Background: an optimization exercise with open tools, aiming at small area. Do not read the settings as production practice. Only simulation tests tie the RTL to the original design; equivalence was not proved. Power figures rest on the tool's default switching activity, not on a simulated workload.

===== flow/run.sh =====
#!/bin/bash
# synth_recipe.tcl (not shown) runs the flow's synth.tcl, then flattens the netlist and writes it again
# the make line also repeats each setting of config.mk as NAME=value (left out here)
make -C /OpenROAD-flow-scripts/flow DESIGN_CONFIG=/design/flow/config.mk WORK_HOME=/design/flow/orfs CLKGATE_MAP_FILE= SYNTH_SCRIPT=/design/flow/synth_recipe.tcl finish

===== flow/config.mk =====
export PLATFORM = sky130hd
export DESIGN_NAME = sinc4_decim
export DESIGN_NICKNAME = sinc4_decim
export VERILOG_FILES = /design/flow/design.v
export SDC_FILE = /design/flow/constraint.sdc
export NUM_CORES = 4
export LEC_CHECK = 0
export ABC_AREA = 1
export CAP_MARGIN = 20
export CORE_MARGIN = 2
export CORE_UTILIZATION = 65
export CTS_BUF_LIST = sky130_fd_sc_hd__clkbuf_8
export CTS_CLUSTER_DIAMETER = 60
export CTS_CLUSTER_SIZE = 20
export SLEW_MARGIN = 20
export SYNTH_MEMORY_MAX_BITS = 16384

===== flow/constraint.sdc =====
create_clock -name core_clock -period 20.0 [get_ports {clk}]
set_input_delay 4.0000 -clock core_clock [delete_from_list [all_inputs] [get_ports {clk}]]
set_output_delay 4.0000 -clock core_clock [all_outputs]
set_load 0.01 [all_outputs]

===== flow/design.v =====
module sinc4_decim (
    input  wire        clk,
    input  wire        rst,         
    input  wire        in_valid,
    input  wire [8:0]  in_bits,
    output wire        out_valid,
    output wire [3:0]  out_lane,
    output wire [18:0] out_data
);
    reg  [69:0] ring [0:8];
    reg  [8:0]  lb;      
    reg  [3:0]  age;     
    reg  [4:0]  ql;      
    reg         dbl;     
    reg         xo;      
    reg  [3:0]  lane;    
    reg         clr;     
    wire        stb   = in_valid & ~rst;
    wire        pl    = ~age[3] | (age == 4'd8);
    wire        dact  = dbl & (age == 4'd0);
    wire        xn    = pl & lb[lane];
    wire        xold  = dact & xo;
    wire        q25   = dact & (ql == 5'd0);
    wire        shift = pl & ((ql == 5'd24) | q25);
    wire [3:0]  lnext = (lane == 4'd8) ? 4'd0 : lane + 4'd1;
    wire [56:0] k;
    coef_rom rom (.sel({(q25 ? 5'd25 : ql), xold, xn}), .k(k));
    wire [69:0] head = ring[8];
    wire [18:0] r0, r1;
    wire [17:0] r2;
    wire [14:0] r3;
    rca #(19, 13) a0 (.a(head[18:0]),  .b(k[12:0]),  .s(r0));
    rca #(19, 15) a1 (.a(head[37:19]), .b(k[27:13]), .s(r1));
    rca #(18, 15) a2 (.a(head[55:38]), .b(k[42:28]), .s(r2));
    rca #(15, 14) a3 (.a({1'b0, head[69:56]}), .b(k[56:43]), .s(r3));
    localparam [69:0] T0 = {14'd0, 18'd2300, 19'd10400, 19'd2925};
    wire [69:0] upd = clr ? (T0 & {70{xn}}) :
                      shift ? {14'd0, 3'd0, r3, 1'b0, r2, r1} : {r3[13:0], r2, r1, r0};
    integer i;
    always @(posedge clk) begin
        ring[0] <= upd;
        for (i = 1; i < 9; i = i + 1)
            ring[i] <= ring[i-1];
    end
    always @(posedge clk) begin
        if (rst) begin
            age  <= 4'd15;
            ql   <= 5'd24;
            dbl  <= 1'b0;
            lane <= 4'd0;
            clr  <= 1'b1;
        end else begin
            lane <= lnext;
            if (lane == 4'd8)
                clr <= 1'b0;
            if (stb) begin
                age <= 4'd0;
                ql  <= (ql == 5'd24) ? 5'd0 : ql + 5'd1;
                dbl <= (age == 4'd7);
            end else if (age != 4'd15) begin
                age <= age + 4'd1;
            end
        end
        if (stb) begin
            lb <= in_bits;
            xo <= lb[lnext];
        end
    end
    assign out_valid = shift;
    assign out_lane  = lane;
    assign out_data  = r0;
endmodule
module rca #(parameter W = 8, parameter WB = 8) (
    input  wire [W-1:0]  a,
    input  wire [WB-1:0] b,
    output wire [W-1:0]  s
);
    wire [W:0] c;
    assign c[0] = 1'b0;
    genvar i;
    generate
        for (i = 0; i < W; i = i + 1) begin : g
            if (i < WB) begin : f
                assign s[i]   = a[i] ^ b[i] ^ c[i];
                assign c[i+1] = (a[i] & b[i]) | (c[i] & (a[i] ^ b[i]));
            end else begin : h
                assign s[i]   = a[i] ^ c[i];
                assign c[i+1] = a[i] & c[i];
            end
        end
    endgenerate
endmodule
module coef_rom (
    input  wire [6:0]  sel,
    output wire [56:0] k
);
    wire new_n66, new_n67, new_n68, new_n69, new_n70, new_n71, new_n72, new_n74;
    wire new_n76, new_n77, new_n78, new_n79, new_n80, new_n81, new_n82, new_n83;
    wire new_n84, new_n85, new_n87, new_n88, new_n90, new_n91, new_n93, new_n94;
    wire new_n95, new_n96, new_n97, new_n98, new_n99, new_n100, new_n101, new_n102;
    wire new_n103, new_n104, new_n105, new_n106, new_n107, new_n108, new_n109, new_n110;
    wire new_n111, new_n112, new_n113, new_n114, new_n115, new_n116, new_n117, new_n118;
    wire new_n119, new_n120, new_n121, new_n122, new_n123, new_n124, new_n125, new_n126;
    wire new_n127, new_n128, new_n129, new_n130, new_n131, new_n132, new_n133, new_n134;
    wire new_n135, new_n136, new_n137, new_n138, new_n139, new_n140, new_n141, new_n142;
    wire new_n144, new_n145, new_n146, new_n147, new_n148, new_n149, new_n150, new_n151;
    wire new_n152, new_n153, new_n154, new_n155, new_n156, new_n157, new_n158, new_n159;
    wire new_n160, new_n161, new_n162, new_n163, new_n164, new_n165, new_n166, new_n167;
    wire new_n168, new_n169, new_n170, new_n171, new_n172, new_n173, new_n174, new_n175;
    wire new_n176, new_n177, new_n178, new_n179, new_n180, new_n181, new_n182, new_n183;
    wire new_n184, new_n185, new_n186, new_n187, new_n188, new_n189, new_n190, new_n191;
    wire new_n192, new_n193, new_n194, new_n195, new_n196, new_n197, new_n198, new_n199;
    wire new_n200, new_n201, new_n202, new_n203, new_n204, new_n205, new_n206, new_n207;
    wire new_n208, new_n209, new_n210, new_n211, new_n212, new_n213, new_n214, new_n215;
    wire new_n216, new_n217, new_n218, new_n219, new_n220, new_n221, new_n222, new_n223;
    wire new_n224, new_n225, new_n226, new_n227, new_n228, new_n229, new_n230, new_n231;
    wire new_n233, new_n234, new_n235, new_n236, new_n237, new_n238, new_n240, new_n241;
    wire new_n242, new_n243, new_n244, new_n245, new_n246, new_n247, new_n248, new_n249;
    wire new_n250, new_n251, new_n252, new_n253, new_n254, new_n255, new_n256, new_n257;
    wire new_n258, new_n259, new_n260, new_n261, new_n262, new_n263, new_n264, new_n265;
    wire new_n266, new_n267, new_n268, new_n269, new_n270, new_n271, new_n272, new_n273;
    wire new_n274, new_n275, new_n276, new_n277, new_n278, new_n279, new_n280, new_n281;
    wire new_n282, new_n284, new_n285, new_n286, new_n287, new_n288, new_n289, new_n290;
    wire new_n291, new_n292, new_n293, new_n294, new_n295, new_n296, new_n297, new_n298;
    wire new_n299, new_n300, new_n301, new_n302, new_n303, new_n304, new_n305, new_n306;
    wire new_n307, new_n308, new_n309, new_n310, new_n311, new_n312, new_n313, new_n314;
    wire new_n315, new_n316, new_n317, new_n319, new_n320, new_n321, new_n322, new_n323;
    wire new_n324, new_n325, new_n326, new_n327, new_n328, new_n329, new_n330, new_n331;
    wire new_n332, new_n334, new_n335, new_n336, new_n338, new_n339, new_n340, new_n341;
    wire new_n342, new_n343, new_n345, new_n346, new_n347, new_n348, new_n349, new_n351;
    wire new_n352, new_n353, new_n354, new_n355, new_n357, new_n358, new_n359, new_n360;
    wire new_n361, new_n362, new_n363, new_n364, new_n365, new_n366, new_n367, new_n368;
    wire new_n369, new_n370, new_n371, new_n372, new_n374, new_n375, new_n376, new_n377;
    wire new_n378, new_n379, new_n380, new_n381, new_n382, new_n383, new_n384, new_n385;
    wire new_n386, new_n387, new_n388, new_n389, new_n390, new_n391, new_n392, new_n393;
    wire new_n394, new_n395, new_n396, new_n397, new_n398, new_n399, new_n400, new_n402;
    wire new_n403, new_n404, new_n405, new_n406, new_n407, new_n408, new_n409, new_n410;
    wire new_n411, new_n413, new_n414, new_n415, new_n416, new_n417, new_n418, new_n419;
    wire new_n420, new_n421, new_n422, new_n424, new_n425, new_n426, new_n427, new_n428;
    wire new_n429, new_n430, new_n431, new_n432, new_n433, new_n435, new_n436, new_n437;
    wire new_n438, new_n439, new_n440, new_n441, new_n442, new_n443, new_n444, new_n445;
    wire new_n446, new_n447, new_n448, new_n449, new_n450, new_n451, new_n452, new_n454;
    wire new_n456, new_n457, new_n458, new_n459, new_n460, new_n464, new_n465, new_n466;
    wire new_n467, new_n468, new_n470, new_n471, new_n472, new_n473, new_n474, new_n475;
    wire new_n476, new_n477, new_n478, new_n480, new_n481, new_n482, new_n483, new_n485;
    wire new_n486, new_n487, new_n489, new_n490, new_n491, new_n493, new_n494, new_n495;
    wire new_n496, new_n497, new_n498, new_n499, new_n500, new_n501, new_n502, new_n503;
    wire new_n504, new_n505, new_n506, new_n507, new_n508, new_n509, new_n510, new_n512;
    wire new_n513, new_n515, new_n516, new_n517, new_n519, new_n520, new_n521, new_n522;
    wire new_n524, new_n526, new_n528, new_n529, new_n530, new_n531, new_n532, new_n534;
    wire new_n535, new_n536, new_n537, new_n538, new_n540, new_n541, new_n542, new_n543;
    wire new_n544, new_n545, new_n546, new_n548, new_n549, new_n550, new_n552, new_n553;
    wire new_n555, new_n556, new_n557, new_n558, new_n559, new_n560, new_n561, new_n562;
    wire new_n563, new_n564, new_n566, new_n567, new_n569, new_n570, new_n572, new_n573;
    wire new_n574, new_n576, new_n577, new_n579, new_n580, new_n581, new_n582, new_n584;
    wire new_n585, new_n586, new_n587, new_n588, new_n589, new_n591, new_n592, new_n593;
    wire new_n594, new_n595, new_n596, new_n597, new_n599, new_n600, new_n601, new_n602;
    wire new_n603, new_n604, new_n606, new_n607, new_n609, new_n611;
  assign new_n66 = ~sel[1] & sel[2];
  assign new_n67 = ~sel[0] & ~sel[2];
  assign new_n68 = ~new_n66 & ~new_n67;
  assign new_n69 = ~sel[3] & new_n68;
  assign new_n70 = ~sel[3] & ~sel[4];
  assign new_n71 = sel[5] & sel[6];
  assign new_n72 = ~new_n70 & new_n71;
  assign k[0] = new_n69 & ~new_n72;
  assign new_n74 = sel[4] & ~new_n71;
  assign k[1] = new_n68 & new_n74;
  assign new_n76 = ~sel[5] & new_n68;
  assign new_n77 = sel[0] & sel[2];
  assign new_n78 = sel[1] & ~sel[2];
  assign new_n79 = ~new_n77 & ~new_n78;
  assign new_n80 = ~sel[2] & ~sel[3];
  assign new_n81 = new_n74 & ~new_n80;
  assign new_n82 = ~sel[5] & ~sel[6];
  assign new_n83 = new_n70 & new_n78;
  assign new_n84 = ~new_n82 & new_n83;
  assign new_n85 = ~new_n81 & ~new_n84;
  assign k[14] = ~new_n79 & ~new_n85;
  assign new_n87 = new_n76 & ~k[14];
  assign new_n88 = ~new_n76 & k[14];
  assign k[30] = new_n87 | new_n88;
  assign new_n90 = k[1] & ~k[30];
  assign new_n91 = ~k[1] & k[30];
  assign k[2] = new_n90 | new_n91;
  assign new_n93 = sel[4] & ~sel[5];
  assign new_n94 = sel[3] & sel[4];
  assign new_n95 = sel[0] & sel[1];
  assign new_n96 = ~new_n94 & ~new_n95;
  assign new_n97 = ~sel[0] & ~sel[1];
  assign new_n98 = sel[2] & sel[3];
  assign new_n99 = ~new_n80 & ~new_n98;
  assign new_n100 = new_n95 & new_n99;
  assign new_n101 = ~sel[3] & ~new_n79;
  assign new_n102 = sel[3] & new_n95;
  assign new_n103 = ~sel[2] & new_n95;
  assign new_n104 = ~sel[3] & new_n78;
  assign new_n105 = ~new_n69 & ~new_n104;
  assign new_n106 = ~new_n103 & ~new_n105;
  assign new_n107 = ~new_n102 & ~new_n106;
  assign new_n108 = ~new_n101 & ~new_n107;
  assign new_n109 = sel[3] & new_n77;
  assign new_n110 = ~new_n104 & ~new_n109;
  assign new_n111 = ~new_n97 & new_n110;
  assign new_n112 = ~new_n108 & new_n111;
  assign new_n113 = ~new_n68 & ~new_n112;
  assign new_n114 = ~new_n100 & ~new_n113;
  assign new_n115 = ~new_n97 & ~new_n114;
  assign new_n116 = ~new_n96 & new_n115;
  assign new_n117 = new_n78 & ~new_n94;
  assign new_n118 = ~sel[1] & new_n109;
  assign new_n119 = ~new_n117 & ~new_n118;
  assign new_n120 = ~sel[5] & ~new_n119;
  assign new_n121 = sel[5] & ~new_n97;
  assign new_n122 = new_n79 & new_n121;
  assign new_n123 = ~sel[4] & ~sel[5];
  assign new_n124 = new_n77 & new_n123;
  assign new_n125 = ~new_n122 & ~new_n124;
  assign new_n126 = ~new_n120 & new_n125;
  assign new_n127 = ~sel[6] & new_n126;
  assign new_n128 = ~sel[4] & new_n102;
  assign new_n129 = ~sel[0] & new_n83;
  assign new_n130 = ~new_n128 & ~new_n129;
  assign new_n131 = new_n127 & new_n130;
  assign new_n132 = ~new_n116 & new_n131;
  assign new_n133 = ~sel[6] & ~new_n132;
  assign new_n134 = sel[3] & new_n103;
  assign new_n135 = ~new_n133 & ~new_n134;
  assign new_n136 = new_n93 & ~new_n135;
  assign new_n137 = ~sel[6] & new_n95;
  assign new_n138 = sel[4] & ~new_n104;
  assign new_n139 = sel[5] & ~sel[6];
  assign new_n140 = ~sel[5] & sel[6];
  assign new_n141 = ~new_n139 & ~new_n140;
  assign new_n142 = new_n138 & ~new_n141;
  assign k[27] = new_n137 & ~new_n142;
  assign new_n144 = ~new_n69 & new_n79;
  assign new_n145 = new_n139 & ~new_n144;
  assign new_n146 = ~k[27] & new_n145;
  assign new_n147 = sel[4] & new_n146;
  assign new_n148 = ~sel[3] & ~new_n95;
  assign new_n149 = ~new_n123 & ~new_n148;
  assign new_n150 = ~new_n97 & ~new_n149;
  assign new_n151 = ~sel[3] & ~new_n77;
  assign new_n152 = ~new_n66 & ~new_n78;
  assign new_n153 = ~new_n151 & ~new_n152;
  assign new_n154 = ~sel[4] & ~new_n77;
  assign new_n155 = ~new_n153 & new_n154;
  assign new_n156 = new_n150 & new_n155;
  assign new_n157 = ~new_n147 & ~new_n156;
  assign new_n158 = ~new_n136 & new_n157;
  assign new_n159 = ~new_n79 & new_n140;
  assign new_n160 = new_n158 & new_n159;
  assign new_n161 = ~sel[1] & new_n94;
  assign new_n162 = ~sel[6] & ~new_n161;
  assign new_n163 = ~new_n128 & new_n162;
  assign new_n164 = sel[5] & new_n70;
  assign new_n165 = new_n114 & new_n149;
  assign new_n166 = ~new_n79 & new_n99;
  assign new_n167 = ~sel[5] & new_n70;
  assign new_n168 = ~new_n166 & ~new_n167;
  assign new_n169 = new_n110 & new_n150;
  assign new_n170 = ~new_n168 & new_n169;
  assign new_n171 = ~new_n165 & ~new_n170;
  assign new_n172 = new_n164 & ~new_n171;
  assign new_n173 = sel[6] & new_n83;
  assign new_n174 = ~sel[4] & sel[5];
  assign new_n175 = ~sel[6] & new_n174;
  assign new_n176 = sel[3] & ~new_n97;
  assign new_n177 = ~new_n77 & new_n176;
  assign new_n178 = new_n175 & new_n177;
  assign new_n179 = ~new_n173 & ~new_n178;
  assign new_n180 = ~new_n172 & new_n179;
  assign new_n181 = sel[6] & ~new_n70;
  assign new_n182 = new_n121 & ~new_n181;
  assign new_n183 = ~new_n79 & new_n182;
  assign new_n184 = sel[4] & new_n78;
  assign new_n185 = ~new_n183 & ~new_n184;
  assign new_n186 = new_n180 & new_n185;
  assign new_n187 = new_n163 & ~new_n186;
  assign new_n188 = ~new_n99 & new_n187;
  assign new_n189 = ~sel[6] & ~new_n97;
  assign new_n190 = ~new_n95 & new_n189;
  assign new_n191 = new_n123 & new_n190;
  assign new_n192 = new_n93 & ~new_n137;
  assign new_n193 = sel[4] & new_n189;
  assign new_n194 = ~new_n192 & new_n193;
  assign new_n195 = ~new_n191 & ~new_n194;
  assign new_n196 = ~new_n188 & ~new_n195;
  assign new_n197 = new_n82 & new_n114;
  assign new_n198 = new_n70 & new_n71;
  assign new_n199 = ~new_n79 & new_n198;
  assign new_n200 = new_n68 & ~new_n94;
  assign new_n201 = ~new_n166 & ~new_n184;
  assign new_n202 = new_n200 & ~new_n201;
  assign new_n203 = ~new_n140 & ~new_n142;
  assign new_n204 = sel[0] & ~sel[5];
  assign new_n205 = sel[1] & ~sel[5];
  assign new_n206 = ~new_n83 & new_n205;
  assign new_n207 = ~new_n204 & ~new_n206;
  assign new_n208 = ~new_n95 & new_n207;
  assign new_n209 = ~new_n203 & ~new_n208;
  assign new_n210 = ~new_n202 & new_n209;
  assign new_n211 = ~new_n200 & new_n210;
  assign new_n212 = ~new_n199 & ~new_n211;
  assign new_n213 = ~new_n197 & new_n212;
  assign new_n214 = new_n67 & new_n205;
  assign new_n215 = new_n213 & new_n214;
  assign new_n216 = ~new_n196 & ~new_n215;
  assign new_n217 = ~new_n160 & new_n216;
  assign new_n218 = ~sel[4] & ~new_n217;
  assign new_n219 = sel[4] & new_n166;
  assign new_n220 = ~new_n122 & ~new_n219;
  assign new_n221 = new_n160 & new_n220;
  assign new_n222 = new_n150 & new_n198;
  assign new_n223 = ~sel[1] & new_n77;
  assign new_n224 = ~new_n70 & new_n140;
  assign new_n225 = new_n223 & new_n224;
  assign new_n226 = ~new_n222 & ~new_n225;
  assign new_n227 = ~sel[4] & ~new_n226;
  assign new_n228 = new_n68 & new_n175;
  assign new_n229 = ~new_n227 & ~new_n228;
  assign new_n230 = ~sel[6] & ~new_n220;
  assign new_n231 = new_n229 & ~new_n230;
  assign k[46] = new_n221 | ~new_n231;
  assign new_n233 = ~new_n192 & ~k[46];
  assign new_n234 = ~new_n77 & new_n114;
  assign new_n235 = ~new_n223 & ~new_n234;
  assign new_n236 = new_n74 & ~new_n235;
  assign new_n237 = new_n183 & ~new_n236;
  assign new_n238 = ~new_n183 & new_n236;
  assign k[15] = new_n237 | new_n238;
  assign new_n240 = ~new_n95 & k[15];
  assign new_n241 = k[46] & new_n240;
  assign new_n242 = ~new_n233 & ~new_n241;
  assign new_n243 = sel[4] & sel[5];
  assign new_n244 = ~new_n123 & ~new_n243;
  assign new_n245 = ~new_n78 & ~new_n95;
  assign new_n246 = ~sel[3] & ~new_n245;
  assign new_n247 = ~new_n244 & new_n246;
  assign new_n248 = sel[5] & new_n109;
  assign new_n249 = new_n103 & ~new_n243;
  assign new_n250 = new_n176 & new_n245;
  assign new_n251 = ~new_n249 & ~new_n250;
  assign new_n252 = ~new_n248 & new_n251;
  assign new_n253 = ~new_n247 & new_n252;
  assign new_n254 = new_n93 & ~new_n97;
  assign new_n255 = new_n253 & new_n254;
  assign new_n256 = ~new_n114 & new_n123;
  assign new_n257 = new_n229 & ~new_n256;
  assign new_n258 = ~new_n104 & ~new_n134;
  assign new_n259 = ~new_n250 & new_n258;
  assign new_n260 = ~new_n257 & ~new_n259;
  assign new_n261 = ~new_n255 & ~new_n260;
  assign new_n262 = ~sel[5] & ~new_n138;
  assign new_n263 = ~new_n261 & new_n262;
  assign new_n264 = new_n94 & new_n245;
  assign new_n265 = ~new_n79 & new_n204;
  assign new_n266 = new_n70 & ~new_n265;
  assign new_n267 = ~new_n264 & ~new_n266;
  assign new_n268 = ~new_n140 & ~new_n198;
  assign new_n269 = ~new_n97 & ~new_n268;
  assign new_n270 = ~new_n95 & ~new_n269;
  assign new_n271 = ~new_n267 & ~new_n270;
  assign new_n272 = ~new_n142 & ~new_n271;
  assign new_n273 = new_n108 & ~new_n272;
  assign new_n274 = sel[6] & new_n172;
  assign new_n275 = ~new_n273 & ~new_n274;
  assign new_n276 = ~new_n263 & new_n275;
  assign new_n277 = new_n95 & new_n160;
  assign new_n278 = ~new_n115 & ~k[15];
  assign new_n279 = new_n82 & ~new_n102;
  assign new_n280 = ~new_n107 & new_n174;
  assign new_n281 = ~sel[6] & new_n280;
  assign new_n282 = ~new_n279 & ~new_n281;
  assign k[10] = ~new_n278 & ~new_n282;
  assign new_n284 = new_n151 & new_n152;
  assign new_n285 = ~new_n153 & ~new_n284;
  assign new_n286 = k[10] & new_n285;
  assign new_n287 = new_n276 & ~new_n286;
  assign new_n288 = new_n255 & new_n287;
  assign new_n289 = new_n277 & ~new_n288;
  assign new_n290 = ~new_n139 & new_n207;
  assign new_n291 = ~new_n127 & ~new_n290;
  assign new_n292 = ~new_n289 & new_n291;
  assign new_n293 = ~new_n66 & ~new_n292;
  assign new_n294 = ~new_n276 & ~new_n293;
  assign new_n295 = ~sel[3] & sel[4];
  assign new_n296 = ~new_n184 & ~new_n295;
  assign new_n297 = new_n140 & ~new_n296;
  assign new_n298 = ~new_n175 & ~new_n297;
  assign new_n299 = ~new_n79 & ~new_n298;
  assign new_n300 = ~new_n148 & new_n254;
  assign new_n301 = ~new_n177 & new_n300;
  assign new_n302 = ~new_n95 & new_n243;
  assign new_n303 = new_n189 & ~new_n302;
  assign new_n304 = ~new_n301 & new_n303;
  assign new_n305 = ~new_n299 & new_n304;
  assign new_n306 = ~new_n294 & new_n305;
  assign new_n307 = k[30] & new_n306;
  assign new_n308 = sel[4] & ~sel[6];
  assign new_n309 = ~new_n307 & ~new_n308;
  assign new_n310 = ~new_n253 & ~new_n309;
  assign new_n311 = sel[3] & new_n310;
  assign new_n312 = ~new_n242 & ~new_n311;
  assign new_n313 = new_n242 & new_n310;
  assign new_n314 = ~new_n109 & ~new_n189;
  assign new_n315 = new_n259 & new_n314;
  assign new_n316 = ~new_n313 & ~new_n315;
  assign new_n317 = ~new_n312 & new_n316;
  assign k[3] = new_n218 | new_n317;
  assign new_n319 = sel[6] & new_n123;
  assign new_n320 = ~new_n112 & ~new_n301;
  assign new_n321 = ~sel[4] & ~sel[6];
  assign new_n322 = ~new_n140 & ~new_n321;
  assign new_n323 = new_n112 & new_n322;
  assign new_n324 = ~new_n320 & ~new_n323;
  assign new_n325 = ~new_n288 & new_n324;
  assign new_n326 = new_n68 & new_n324;
  assign new_n327 = new_n288 & ~new_n326;
  assign new_n328 = ~new_n325 & ~new_n327;
  assign new_n329 = new_n95 & ~new_n127;
  assign new_n330 = new_n83 & ~new_n329;
  assign new_n331 = new_n133 & new_n243;
  assign new_n332 = ~new_n330 & ~new_n331;
  assign k[37] = ~new_n328 | ~new_n332;
  assign new_n334 = new_n226 & ~k[37];
  assign new_n335 = new_n319 & ~new_n334;
  assign new_n336 = ~new_n299 & ~new_n335;
  assign k[4] = new_n310 | ~new_n336;
  assign new_n338 = new_n171 & new_n189;
  assign new_n339 = ~new_n218 & ~new_n338;
  assign new_n340 = ~sel[3] & k[10];
  assign new_n341 = ~new_n100 & ~new_n340;
  assign new_n342 = sel[3] & new_n277;
  assign new_n343 = new_n216 & ~new_n271;
  assign k[24] = new_n342 | ~new_n343;
  assign new_n345 = ~new_n341 & k[24];
  assign new_n346 = ~new_n277 & ~new_n345;
  assign new_n347 = ~new_n339 & new_n346;
  assign new_n348 = ~new_n294 & new_n347;
  assign new_n349 = ~new_n328 & ~new_n348;
  assign k[42] = new_n95 & ~new_n268;
  assign new_n351 = ~new_n324 & k[42];
  assign new_n352 = ~new_n207 & ~new_n351;
  assign new_n353 = ~new_n349 & new_n352;
  assign new_n354 = ~new_n134 & new_n187;
  assign new_n355 = new_n207 & new_n354;
  assign k[5] = new_n353 | new_n355;
  assign new_n357 = ~k[27] & k[4];
  assign new_n358 = ~new_n93 & new_n95;
  assign new_n359 = ~sel[3] & new_n204;
  assign new_n360 = ~new_n358 & new_n359;
  assign new_n361 = ~sel[0] & new_n243;
  assign new_n362 = ~new_n204 & ~new_n295;
  assign new_n363 = ~new_n361 & new_n362;
  assign new_n364 = ~new_n97 & ~new_n363;
  assign new_n365 = ~new_n360 & new_n364;
  assign new_n366 = ~new_n357 & ~new_n365;
  assign new_n367 = new_n171 & ~new_n366;
  assign new_n368 = new_n126 & new_n366;
  assign new_n369 = ~new_n367 & ~new_n368;
  assign new_n370 = new_n139 & new_n369;
  assign new_n371 = new_n142 & ~new_n253;
  assign new_n372 = new_n261 & ~new_n371;
  assign k[38] = new_n370 | ~new_n372;
  assign new_n374 = ~sel[5] & new_n138;
  assign new_n375 = ~new_n198 & ~new_n374;
  assign new_n376 = ~new_n288 & ~new_n375;
  assign new_n377 = k[38] & new_n376;
  assign new_n378 = ~new_n114 & ~new_n377;
  assign new_n379 = ~new_n298 & ~new_n378;
  assign new_n380 = ~sel[6] & ~new_n123;
  assign new_n381 = ~new_n319 & ~new_n380;
  assign new_n382 = new_n68 & ~new_n381;
  assign new_n383 = ~sel[5] & ~new_n295;
  assign new_n384 = new_n382 & new_n383;
  assign new_n385 = ~new_n379 & ~new_n384;
  assign new_n386 = new_n114 & new_n164;
  assign new_n387 = ~sel[5] & new_n83;
  assign new_n388 = ~new_n386 & ~new_n387;
  assign new_n389 = ~new_n189 & new_n388;
  assign new_n390 = new_n104 & new_n321;
  assign new_n391 = ~new_n389 & ~new_n390;
  assign new_n392 = ~new_n313 & new_n391;
  assign new_n393 = new_n385 & new_n392;
  assign new_n394 = ~k[42] & ~new_n393;
  assign new_n395 = new_n166 & ~new_n394;
  assign new_n396 = new_n269 & ~new_n375;
  assign new_n397 = ~new_n395 & new_n396;
  assign new_n398 = ~new_n190 & new_n203;
  assign new_n399 = ~new_n95 & ~new_n203;
  assign new_n400 = ~new_n398 & ~new_n399;
  assign k[26] = ~new_n397 & new_n400;
  assign new_n402 = new_n229 & ~new_n313;
  assign new_n403 = new_n183 & ~new_n402;
  assign new_n404 = sel[6] & new_n151;
  assign new_n405 = new_n254 & new_n404;
  assign new_n406 = ~new_n183 & ~new_n405;
  assign new_n407 = new_n229 & new_n406;
  assign new_n408 = ~new_n403 & ~new_n407;
  assign new_n409 = ~k[26] & new_n408;
  assign new_n410 = sel[4] & ~new_n287;
  assign new_n411 = ~new_n218 & ~new_n410;
  assign k[31] = new_n409 | ~new_n411;
  assign new_n413 = ~sel[6] & k[31];
  assign new_n414 = ~new_n108 & ~k[15];
  assign new_n415 = new_n82 & ~new_n414;
  assign new_n416 = ~new_n123 & ~new_n415;
  assign new_n417 = ~new_n181 & ~new_n348;
  assign new_n418 = ~new_n366 & new_n417;
  assign new_n419 = ~new_n83 & ~new_n157;
  assign new_n420 = ~new_n175 & ~new_n419;
  assign new_n421 = ~new_n417 & ~new_n420;
  assign new_n422 = new_n366 & new_n421;
  assign k[8] = new_n418 | new_n422;
  assign new_n424 = ~new_n416 & ~k[8];
  assign new_n425 = ~new_n405 & ~new_n424;
  assign new_n426 = ~new_n413 & new_n425;
  assign new_n427 = ~sel[6] & new_n166;
  assign new_n428 = k[37] & new_n427;
  assign new_n429 = ~sel[6] & ~new_n394;
  assign new_n430 = ~k[37] & ~new_n395;
  assign new_n431 = ~new_n429 & new_n430;
  assign new_n432 = ~new_n428 & ~new_n431;
  assign new_n433 = ~new_n426 & new_n432;
  assign k[6] = new_n281 | new_n433;
  assign new_n435 = new_n138 & ~new_n324;
  assign new_n436 = ~new_n426 & new_n435;
  assign new_n437 = ~new_n83 & new_n354;
  assign new_n438 = ~new_n436 & new_n437;
  assign new_n439 = new_n132 & new_n438;
  assign new_n440 = ~new_n331 & ~new_n439;
  assign new_n441 = new_n276 & new_n440;
  assign new_n442 = ~new_n95 & ~new_n441;
  assign new_n443 = ~new_n137 & ~new_n442;
  assign new_n444 = k[6] & ~new_n443;
  assign new_n445 = new_n99 & ~new_n365;
  assign new_n446 = ~new_n99 & new_n365;
  assign new_n447 = new_n123 & ~new_n446;
  assign new_n448 = ~new_n445 & new_n447;
  assign new_n449 = ~new_n382 & new_n448;
  assign new_n450 = k[4] & new_n449;
  assign new_n451 = ~k[4] & new_n382;
  assign new_n452 = ~new_n450 & ~new_n451;
  assign k[7] = new_n444 | ~new_n452;
  assign new_n454 = ~new_n285 & new_n305;
  assign k[9] = new_n438 | new_n454;
  assign new_n456 = ~sel[4] & ~new_n151;
  assign new_n457 = new_n137 & ~new_n243;
  assign new_n458 = ~new_n456 & new_n457;
  assign new_n459 = new_n123 & ~new_n137;
  assign new_n460 = new_n306 & new_n459;
  assign k[11] = new_n458 | new_n460;
  assign k[12] = new_n123 & new_n137;
  assign k[13] = ~new_n72 & new_n166;
  assign new_n464 = k[30] & new_n168;
  assign new_n465 = ~new_n348 & ~new_n464;
  assign new_n466 = new_n397 & new_n465;
  assign new_n467 = sel[6] & ~new_n466;
  assign new_n468 = new_n388 & new_n467;
  assign k[16] = ~new_n132 & ~new_n468;
  assign new_n470 = new_n180 & new_n213;
  assign new_n471 = new_n440 & new_n470;
  assign new_n472 = ~sel[5] & ~new_n471;
  assign new_n473 = new_n83 & ~new_n472;
  assign new_n474 = new_n345 & ~new_n471;
  assign new_n475 = new_n114 & new_n321;
  assign new_n476 = new_n465 & new_n475;
  assign new_n477 = ~new_n292 & ~new_n476;
  assign new_n478 = ~new_n474 & new_n477;
  assign k[17] = new_n473 | ~new_n478;
  assign new_n480 = new_n82 & ~new_n456;
  assign new_n481 = new_n112 & new_n480;
  assign new_n482 = ~new_n471 & new_n481;
  assign new_n483 = new_n471 & ~new_n481;
  assign k[18] = ~new_n482 & ~new_n483;
  assign new_n485 = ~new_n296 & new_n305;
  assign new_n486 = ~new_n405 & ~k[12];
  assign new_n487 = ~new_n485 & new_n486;
  assign k[19] = ~new_n441 | ~new_n487;
  assign new_n489 = new_n68 & ~new_n77;
  assign new_n490 = ~new_n375 & new_n489;
  assign new_n491 = ~new_n342 & ~new_n490;
  assign k[20] = new_n348 | ~new_n491;
  assign new_n493 = ~k[2] & new_n183;
  assign new_n494 = new_n114 & ~new_n140;
  assign new_n495 = ~new_n493 & new_n494;
  assign new_n496 = ~new_n171 & ~new_n495;
  assign new_n497 = new_n157 & new_n207;
  assign new_n498 = ~new_n432 & new_n497;
  assign new_n499 = sel[6] & ~new_n271;
  assign new_n500 = ~new_n280 & ~new_n499;
  assign new_n501 = sel[2] & new_n95;
  assign new_n502 = ~new_n500 & ~new_n501;
  assign new_n503 = ~new_n138 & ~new_n502;
  assign new_n504 = ~new_n114 & ~new_n374;
  assign new_n505 = ~new_n271 & ~new_n504;
  assign new_n506 = k[3] & ~new_n505;
  assign new_n507 = ~sel[6] & new_n506;
  assign new_n508 = ~new_n502 & ~new_n507;
  assign new_n509 = new_n138 & ~new_n508;
  assign new_n510 = ~new_n503 & ~new_n509;
  assign k[23] = ~new_n498 & new_n510;
  assign new_n512 = ~sel[6] & ~new_n369;
  assign new_n513 = k[23] & new_n512;
  assign k[21] = new_n496 | new_n513;
  assign new_n515 = sel[6] & ~new_n465;
  assign new_n516 = ~new_n172 & ~new_n476;
  assign new_n517 = ~new_n515 & new_n516;
  assign k[22] = new_n436 | ~new_n517;
  assign new_n519 = ~new_n97 & ~new_n203;
  assign new_n520 = ~new_n329 & ~new_n519;
  assign new_n521 = ~new_n70 & ~new_n96;
  assign new_n522 = new_n467 & new_n521;
  assign k[25] = ~new_n520 & ~new_n522;
  assign new_n524 = sel[3] & ~new_n71;
  assign k[28] = new_n68 & new_n524;
  assign new_n526 = ~new_n335 & ~new_n415;
  assign k[32] = new_n408 | ~new_n526;
  assign new_n528 = ~new_n270 & new_n433;
  assign new_n529 = new_n157 & ~new_n301;
  assign new_n530 = ~new_n203 & ~new_n529;
  assign new_n531 = ~new_n199 & ~new_n530;
  assign new_n532 = ~new_n306 & new_n531;
  assign k[33] = new_n528 | ~new_n532;
  assign new_n534 = new_n107 & ~k[4];
  assign new_n535 = ~new_n174 & ~new_n534;
  assign new_n536 = new_n174 & new_n534;
  assign new_n537 = ~new_n535 & ~new_n536;
  assign new_n538 = new_n432 & new_n537;
  assign k[34] = ~new_n158 | new_n538;
  assign new_n540 = ~new_n152 & new_n254;
  assign new_n541 = ~new_n260 & ~new_n540;
  assign new_n542 = ~new_n151 & ~new_n541;
  assign new_n543 = ~new_n280 & ~new_n480;
  assign new_n544 = ~new_n101 & ~new_n218;
  assign new_n545 = ~new_n543 & ~new_n544;
  assign new_n546 = ~new_n542 & ~new_n545;
  assign k[35] = new_n294 | ~new_n546;
  assign new_n548 = new_n420 & ~new_n448;
  assign new_n549 = ~new_n253 & ~new_n548;
  assign new_n550 = ~new_n481 & ~new_n549;
  assign k[36] = new_n377 | ~new_n550;
  assign new_n552 = ~new_n98 & new_n358;
  assign new_n553 = new_n420 & new_n552;
  assign k[39] = ~new_n394 & ~new_n553;
  assign new_n555 = new_n190 & ~new_n387;
  assign new_n556 = new_n137 & new_n387;
  assign new_n557 = ~new_n555 & ~new_n556;
  assign new_n558 = ~new_n182 & new_n557;
  assign new_n559 = new_n393 & new_n558;
  assign new_n560 = ~new_n393 & ~new_n557;
  assign new_n561 = ~new_n98 & new_n321;
  assign new_n562 = new_n182 & ~new_n561;
  assign new_n563 = new_n226 & new_n562;
  assign new_n564 = ~new_n560 & ~new_n563;
  assign k[40] = new_n559 | ~new_n564;
  assign new_n566 = ~sel[5] & ~new_n394;
  assign new_n567 = ~new_n270 & ~new_n329;
  assign k[41] = ~new_n566 & new_n567;
  assign new_n569 = ~sel[6] & new_n167;
  assign new_n570 = ~new_n72 & ~new_n110;
  assign k[43] = ~new_n569 & new_n570;
  assign new_n572 = ~k[1] & ~new_n84;
  assign new_n573 = new_n183 & ~new_n572;
  assign new_n574 = ~new_n183 & new_n572;
  assign k[45] = ~new_n573 & ~new_n574;
  assign new_n576 = new_n146 & new_n259;
  assign new_n577 = ~new_n172 & ~new_n576;
  assign k[47] = ~new_n385 | ~new_n577;
  assign new_n579 = ~new_n98 & new_n413;
  assign new_n580 = new_n82 & ~new_n301;
  assign new_n581 = ~new_n506 & ~new_n580;
  assign new_n582 = ~new_n498 & new_n581;
  assign k[48] = ~new_n579 & new_n582;
  assign new_n584 = sel[6] & new_n409;
  assign new_n585 = ~new_n78 & new_n331;
  assign new_n586 = ~new_n109 & ~new_n358;
  assign new_n587 = new_n140 & ~new_n586;
  assign new_n588 = new_n180 & ~new_n587;
  assign new_n589 = ~new_n585 & new_n588;
  assign k[49] = new_n584 | ~new_n589;
  assign new_n591 = sel[4] & ~new_n385;
  assign new_n592 = new_n159 & ~new_n591;
  assign new_n593 = ~new_n66 & new_n295;
  assign new_n594 = ~sel[6] & ~new_n593;
  assign new_n595 = ~new_n118 & new_n594;
  assign new_n596 = ~new_n100 & new_n595;
  assign new_n597 = new_n182 & ~new_n596;
  assign k[50] = new_n592 | new_n597;
  assign new_n599 = new_n243 & k[38];
  assign new_n600 = ~new_n259 & new_n319;
  assign new_n601 = ~new_n299 & ~new_n490;
  assign new_n602 = ~new_n163 & ~new_n601;
  assign new_n603 = new_n465 & new_n602;
  assign new_n604 = ~new_n600 & ~new_n603;
  assign k[51] = new_n599 | ~new_n604;
  assign new_n606 = ~new_n267 & new_n397;
  assign new_n607 = new_n210 & ~new_n397;
  assign k[52] = new_n606 | new_n607;
  assign new_n609 = ~sel[4] & new_n277;
  assign k[53] = new_n397 | new_n609;
  assign new_n611 = new_n95 & new_n192;
  assign k[54] = new_n274 | new_n611;
  assign k[55] = new_n198 & new_n501;
  assign k[56] = 1'b0;
  assign k[29] = k[1];
  assign k[44] = k[14];
endmodule

==> results of run 1 <==
## synthesized netlist by cell type (8+ instances only)
master / number
nand2_4: 17
nor2_1: 126
clkbuf_1: 20
nor3_1: 14
o21ai_0: 110
o211ai_1: 8
edfxtp_1: 10
fa_1: 52
inv_2: 19
a21oi_1: 54
nand2_2: 27
dfxtp_1: 645
nand2_1: 135
ha_1: 25
inv_1: 201
nand3_1: 31
## registers in the layout (all words and copies together), names as in the netlist
name / flops
age: 4
clr: 1
dbl: 1
lane: 4
lb: 9
ql: 5
ring: 630
xo: 1
## power by group through the flow
stage	Sequential [W]	Clock (W)	Combinational, W
after detailed placement	0.00142	0	0.000272
after global placement	0.00142	0	0.000269
after CTS	0.00139	0.000562	0.000275
after global routing	0.00140	0.000609	0.000299
final	0.00139	0.000559	0.000282
after floorplan	0.00141	0	0.000162
## through the flow
stage | cell area (um2) | util | total power (W)
floorplan | 18870 | - | 0.001575
global placement | 19640 | 0.6860 | 0.001685
detailed placement | 19640 | 0.6860 | 0.001694
CTS | 20250 | 0.7073 | 0.002231
global route | 20250 | 0.7074 | 0.002307
finish | 20250 | 0.7074 | 0.002234
## final timing paths
| check | start | end | cells after the start |
|---|---|---|---|
| hold reg to reg | ring[7][67]$_DFF_P_ | ring[8][67]$_DFF_P_ | 0 |
| hold / removal | ring[7][67]$_DFF_P_ | ring[8][67]$_DFF_P_ | 0 |
| setup reg to reg | ql[2]$_SDFFE_PP0P_ | ring[0][36]$_SDFF_PP0_ | 66 |
| setup / recovery | ql[2]$_SDFFE_PP0P_ | out_data[18] | 60 |
## worst max-delay path, delay by kind of cell, from the launching register on
kind / cells / cell delay (ps)
fa+ha+maj: 12 / 3320
simple gates: 37 / 4160
xor+xnor: 1 / 200
buf+inv: 9 / 1880
compound gates: 1 / 420
flops: 1 / 820
## cell families after synthesis
kind of cell | count (synthesis)
compound gates | 219
buf+inv | 245
fa+ha+maj | 77
simple gates | 388
flops | 655
xor+xnor | 11
## cell type report
cell class / instances / area [um2] / share of cell area
clock inverter: 8 / 58.81 / 0.002904
clock buffer: 40 / 550.5 / 0.02719
timing repair buffer: 40 / 387.9 / 0.01915
sequential: 655 / 13210 / 0.6525
multi-input combinational: 695 / 4727 / 0.2334
inverter: 221 / 832.0 / 0.04109
tap: 384 / 480.5 / 0.02373
## layer usage
metal / routed length (um) / share of wire
met1: 20010 / 0.41
met2: 23250 / 0.47
met3: 3249 / 0.066
met4: 2719 / 0.055
met5: 0 / 0
==> results.py, run 1 <==
metrics = {
    "status": {
        "outcome": "complete, no violations",
    },
    "worst_setup_path": {
        "start_kind": "flop",
        "criticalPathCategory": "flop to output port",
        "slowest_delay_ps": 820,
        "critPathRequiredTime_ps": 16000,
        "r2r_setup_slack_ps": 7550,
        "critPathArrivalTime_ps": 11430,
        "cp-end-kind": "output port",
        "cp_common_cell": "nand2_2",
        "critPathMaxFanout": 17,
        "cp_slowest_cell": "dfxtp_1",
    },
    "clock_tree": {
        "clock_sinks": 655,
        "root_buffer": "clkbuf_8",
        "htreeDepth": 2,
        "ctsHoldBuffers": 0,
        "post_cts_resized": 0,
        "clock_latency_ps": 610,
        "clock_tree.buffer_depth": 3,
        "cts.clk_slew.worst_paths_ps": 120,
        "cts_buffers": 39,
        "post_cts_buffers": 0,
        "cts_tree": "built",
    },
    "placed_design": {
        "dp_slack_ps": 5439,
        "io_buffers": 35,
        "routabilityCongestion": 1.074,
        "placed_cells": 1995,
        "hpwl_um": 36730,
    },
    "drt": {
        "wl_um": 49230,
        "drtIter0Drc": 1167,
        "wl_per_cell_um": 24.10,
        "drcViolationCount": 0,
        "antenna_left": 0,
        "vias_per_cell": 5.478,
        "via_count": 11190,
        "drt_first_pass_iters": 8,
    },
    "timing": {
        "fin_crit_sh": 0.7714,
        "slew_headroom": 0.3244,
        "finalSetupTns_ps": 0,
        "hold_viol_final": 0,
        "final-setup-viol-count": 0,
        "maxSlewViolCount": 0,
        "timing.final.ws_setup_ps": 4571,
        "rsz0062_at_grt": "false",
        "fmax_ghz": 0.06481,
        "period_minus_slack_ps": 15430,
        "skew_ps": 28.95,
        "tightest_slew_ps": 1011,
        "timing.hold.ws_ps": 326.0,
    },
    "synthesis": {
        "synth_nets": 1684,
        "synthFlopType": "dfxtp_1",
        "synthSimpleGateAreaFrac": 0.1061,
        "synthCells": 1595,
        "synth_xor_xnor_area_share": 0.005106,
        "yosysUniqueCellTypes": 58,
        "seq_area_frac_synth": 0.7003,
        "synth_area_leaders": "dfxtp_1 (68%), fa_1 (5.5%), inv_1 (4.0%)",
        "ys_ff_latch": 655,
        "post-synth-top-area-cell": "dfxtp_1",
        "netlist_area_um2": 18870,
        "synth_edf_count": 10,
        "async_reset_ff_frac": 0,
        "yosysTopAreaCellShare": 0.6844,
        "synthAdderAreaFrac": 0.07175,
        "ys_warn_count": 2,
        "syn_avg_cell_area_um2": 11.83,
        "synth_compound_area_frac": 0.06737,
        "synth_top_family_by_area": "simple AND/OR/NAND/NOR gates",
        "synth_mux_area_frac": 0,
    },
    "cells_and_area": {
        "synthToLayoutAreaGrowth_pct": 7.321,
        "nets": 1741,
        "final_common_cell": "dfxtp_1",
        "antenna_cells": 0,
        "final_cell_mix": "dfxtp_1 (645), inv_1 (203), nand2_1 (135)",
        "fillerInstances": 1928,
        "drive_gt1_frac": 0.09162,
        "stdcell_count": 2043,
    },
    "power": {
        "ir_worst_vdd_uv": 103.0,
        "power.share.sequential": 0.624,
        "cell_internal_pwr_w": 0.001637,
        "pwr-share-comb": 0.126,
        "power.share.clock": 0.250,
        "netSwitchingPower_w": 0.0005971,
        "p_sw_frac": 0.2672,
        "p_leak_nw": 8.453,
        "p_per_area_nw_per_um2": 110.3,
    },
    "global_routing": {
        "grt-ovfl-total": 0,
        "use_met2": 0.5450,
        "grt_use_met1": 0.4178,
        "use_met3": 0.05468,
        "grt_max_degree": 68,
        "top_usage_layer": "met2",
        "grt_pass1_vias": 11770,
        "grt_pass1_wl_um": 72390,
        "grt_use_total": 0.3270,
        "antenna_found_initial": 0,
    },
    "flow_run": {
        "drv_cap": 0,
    },
    "die": {
        "row_count": 62,
        "die_w_um": 174.4,
        "boundaryPins": 36,
        "core_um2": 28630,
        "initial_utilization": 0.6591,
        "fp.dieH_um": 174.4,
        "dieArea_um2": 30410,
    },
    "min_path": {
        "hp-class": "flop to flop",
    },
}
==> run 2: changes to the inputs <==
--- a/flow/config.mk
+++ b/flow/config.mk
@@ -8,7 +8,7 @@
 export ABC_AREA = 1
 export CAP_MARGIN = 20
 export CORE_MARGIN = 2
-export CORE_UTILIZATION = 65
+export CORE_UTILIZATION = 40
 export CTS_BUF_LIST = sky130_fd_sc_hd__clkbuf_8
 export CTS_CLUSTER_DIAMETER = 60
 export CTS_CLUSTER_SIZE = 20
==> results.py, run 2 <==
metrics = {
    "min_path": {
        "hp-class": "flop to flop",
    },
    "global_routing": {
        "grt_use_total": 0.1952,
        "grt_max_degree": 68,
        "grt_pass1_vias": 10710,
        "grt-ovfl-total": 0,
        "grt_pass1_wl_um": 70030,
        "antenna_found_initial": 1,
    },
    "power": {
        "p_per_area_nw_per_um2": 110.2,
        "p_leak_nw": 8.550,
        "ir_worst_vdd_uv": 75.02,
    },
    "synthesis": {
        "synth_area_leaders": "dfxtp_1 (68%), fa_1 (5.5%), inv_1 (4.0%)",
        "synth_compound_area_frac": 0.06737,
        "ys_ff_latch": 655,
        "yosysMostFrequentCell": "dfxtp_1",
        "post-synth-top-area-cell": "dfxtp_1",
        "yosysUniqueCellTypes": 58,
        "seq_area_frac_synth": 0.7003,
        "synthTopCellsByCount": "dfxtp_1 (645), inv_1 (201), nand2_1 (135)",
        "synthAdderAreaFrac": 0.07175,
        "synth_xor_xnor_area_share": 0.005106,
        "syn_avg_cell_area_um2": 11.83,
        "synth_edf_count": 10,
        "synthFlopType": "dfxtp_1",
        "synth_top_family_by_area": "simple AND/OR/NAND/NOR gates",
        "synth_mux_area_frac": 0,
        "synth_nets": 1684,
        "yosysTopAreaCellShare": 0.6844,
        "synthSimpleGateAreaFrac": 0.1061,
        "ys_warn_count": 2,
        "netlist_area_um2": 18870,
        "synthCells": 1595,
        "async_reset_ff_frac": 0,
    },
    "clock_tree": {
        "root_buffer": "clkbuf_8",
        "clock_tree.buffer_depth": 3,
        "clock_sinks": 655,
        "cts.clk_slew.worst_paths_ps": 110,
        "ctsHoldBuffers": 0,
        "htreeDepth": 2,
        "cts_buffers": 43,
        "post_cts_resized": 0,
        "clock_latency_ps": 640,
        "cts_tree": "built",
        "post_cts_buffers": 0,
    },
    "drt": {
        "wl_per_cell_um": 20.65,
        "antenna_left": 0,
        "drcViolationCount": 0,
        "vias_per_cell": 4.655,
        "wl_um": 47160,
        "via_count": 10630,
        "drt_first_pass_iters": 5,
        "drtIter0Drc": 654,
    },
    "cells_and_area": {
        "final_util": 0.4450,
        "largest_reg_flops": 630,
        "drive_gt1_frac": 0.1008,
        "largest_registers": "ring x630, lb x9, ql x5",
        "final_common_cell": "dfxtp_1",
        "synthToLayoutAreaGrowth_pct": 9.794,
        "final_cell_mix": "dfxtp_1 (645), inv_1 (204), nand2_1 (135)",
        "nets": 1749,
        "antenna_cells": 0,
        "stdcell_count": 2284,
        "regMostFlops": "ring",
    },
    "die": {
        "row_count": 79,
        "dieArea_um2": 48920,
        "boundaryPins": 36,
        "core_um2": 46560,
        "die_w_um": 221.2,
        "fp.dieH_um": 221.2,
        "initial_utilization": 0.4053,
    },
    "worst_setup_path": {
        "crit_start": "ql[2]$_SDFFE_PP0P_",
        "start_kind": "flop",
        "slowest_delay_ps": 850,
        "critPathMaxFanout": 17,
        "r2r_cells": 68,
        "r2r_end": "ring[0][17]$_SDFF_PP0_",
        "r2r_setup_slack_ps": 7180,
        "cp-end-kind": "output port",
        "crit_end": "out_data[18]",
        "cp_common_cell": "nand2_2",
        "criticalPathCategory": "flop to output port",
        "critPathArrivalTime_ps": 11610,
        "critPathRequiredTime_ps": 16000,
        "reg2reg_from": "ql[2]$_SDFFE_PP0P_",
        "cp_slowest_cell": "dfxtp_1",
    },
    "timing": {
        "finalSetupTns_ps": 0,
        "timing.hold.ws_ps": 319.4,
        "fmax_ghz": 0.06404,
        "hold_viol_final": 0,
        "skew_ps": 24.00,
        "fin_crit_sh": 0.7807,
        "slew_headroom": 0.2236,
        "tightest_slew_ps": 1162,
        "final-setup-viol-count": 0,
        "maxSlewViolCount": 0,
        "period_minus_slack_ps": 15610,
        "rsz0062_at_grt": "false",
    },
    "placed_design": {
        "placed_cells": 2222,
        "hpwl_um": 35710,
        "io_buffers": 35,
        "routabilityCongestion": 1.011,
    },
    "status": {
        "outcome": "complete, no violations",
    },
    "flow_run": {
        "drv_cap": 0,
    },
}
## run 2: cell counts after synthesis
No cell type changed its count.
## run 2: layer usage
layer | global-route usage | vias up | part of all wire | routed length [um]
li1 | - | 5104 | - | -
met3 | 0.03200 | 78 | 0.048 | 2265
met2 | 0.3030 | 263 | 0.45 | 21030
met1 | 0.2740 | 5186 | 0.47 | 22300
met4 | 0.07491 | 2 | 0.033 | 1553
met5 | 0 | - | 0.00038 | 18
## run 2: cell type report
class | instances | area [um2]
fillers | 4399 | 25840
flip-flops and latches | 655 | 13210
multi-input cells | 695 | 4727
inverters | 221 | 832.0
well taps | 607 | 759.5
clock buffers | 44 | 605.6
repair buffers | 44 | 417.9
clock inverters | 18 | 161.4
## run 2: worst min-delay path by stage
stage | from | to | slack [ps] | cells after the start
5_1_grt | ring[1][9]$_DFF_P_ | ring[2][9]$_DFF_P_ | 310 | 0
4_1_cts | ring[3][2]$_DFF_P_ | ring[4][2]$_DFF_P_ | 320 | 0
2_1_floorplan | ring[0][0]$_DFF_P_ | ring[1][0]$_DFF_P_ | 310 | 0
6_report | ring[1][9]$_DFF_P_ | ring[2][9]$_DFF_P_ | 320 | 0
3_5_place_dp | ring[0][19]$_SDFF_PP0_ | ring[1][19]$_DFF_P_ | 310 | 0
3_3_place_gp | ring[0][18]$_SDFF_PP0_ | ring[1][18]$_DFF_P_ | 310 | 0
## run 2: critical path: cells and delay by family (launching register included)
kind	cells	cell delay, ps
simple gates	38	4530
fa+ha+maj	12	3240
buf+inv	9	1690
flops	1	850
compound gates	2	440
xor+xnor	1	190
## run 2: cells by family after synthesis
kind of cell               count (synthesis)
DFF                                      655
and+or+nand+nor                          388
buffers and inverters                    245
AOI/OAI and AO/OA                        219
adders and majority gates                 77
xor gates and xnor gates                  11
## run 2: metrics by stage
step | instance area [um2] | worst slack [ps] | total power, W
5_1_grt | 20720 | 3756 | 0.002389
3_3_place_gp | 19950 | 4794 | 0.001702
2_1_floorplan | 18870 | 7800 | 0.001575
4_1_cts | 20710 | 4404 | 0.002313
6_report | 20720 | 4386 | 0.002282
3_5_place_dp | 19950 | 5133 | 0.001699
## run 2: report_power, final
group	switching, W	internal, W	total, W
Sequential	0.0000183	0.00137	0.00139
Clock	0.000395	0.000217	0.000612
Combinational	0.000203	0.0000793	0.000282
Total	0.000616	0.00167	0.00228

-- separate check: timing with driven ports --
The flow's constraints put no driver on any port. The routed layouts listed below were extracted and timed again, unchanged, in two steps.
Step 1, drivers: a clkbuf_16 drives clk and a buf_2 each remaining input, both assumed.
Step 2 also shifts input and output timing later by t, the mid clock arrival at the registers, as if the neighbouring blocks saw the same clock.
Slacks: no drivers / after step 1 / after step 2; pairs: no drivers / after step 1.
| run | shift t [ns] | setup slack, ns | hold WS [ns] | worst setup path after step 2 |
|---|---|---|---|---|
| run 1 | 0.645 | 4.571 / 4.521 / 5.166 | 0.326 / 0.326 / 0.326 | register to output |
| run 2 | 0.675 | 4.386 / 4.335 / 5.010 | 0.319 / 0.319 / 0.319 | register to output |
After both steps setup and hold are still met in every run listed.
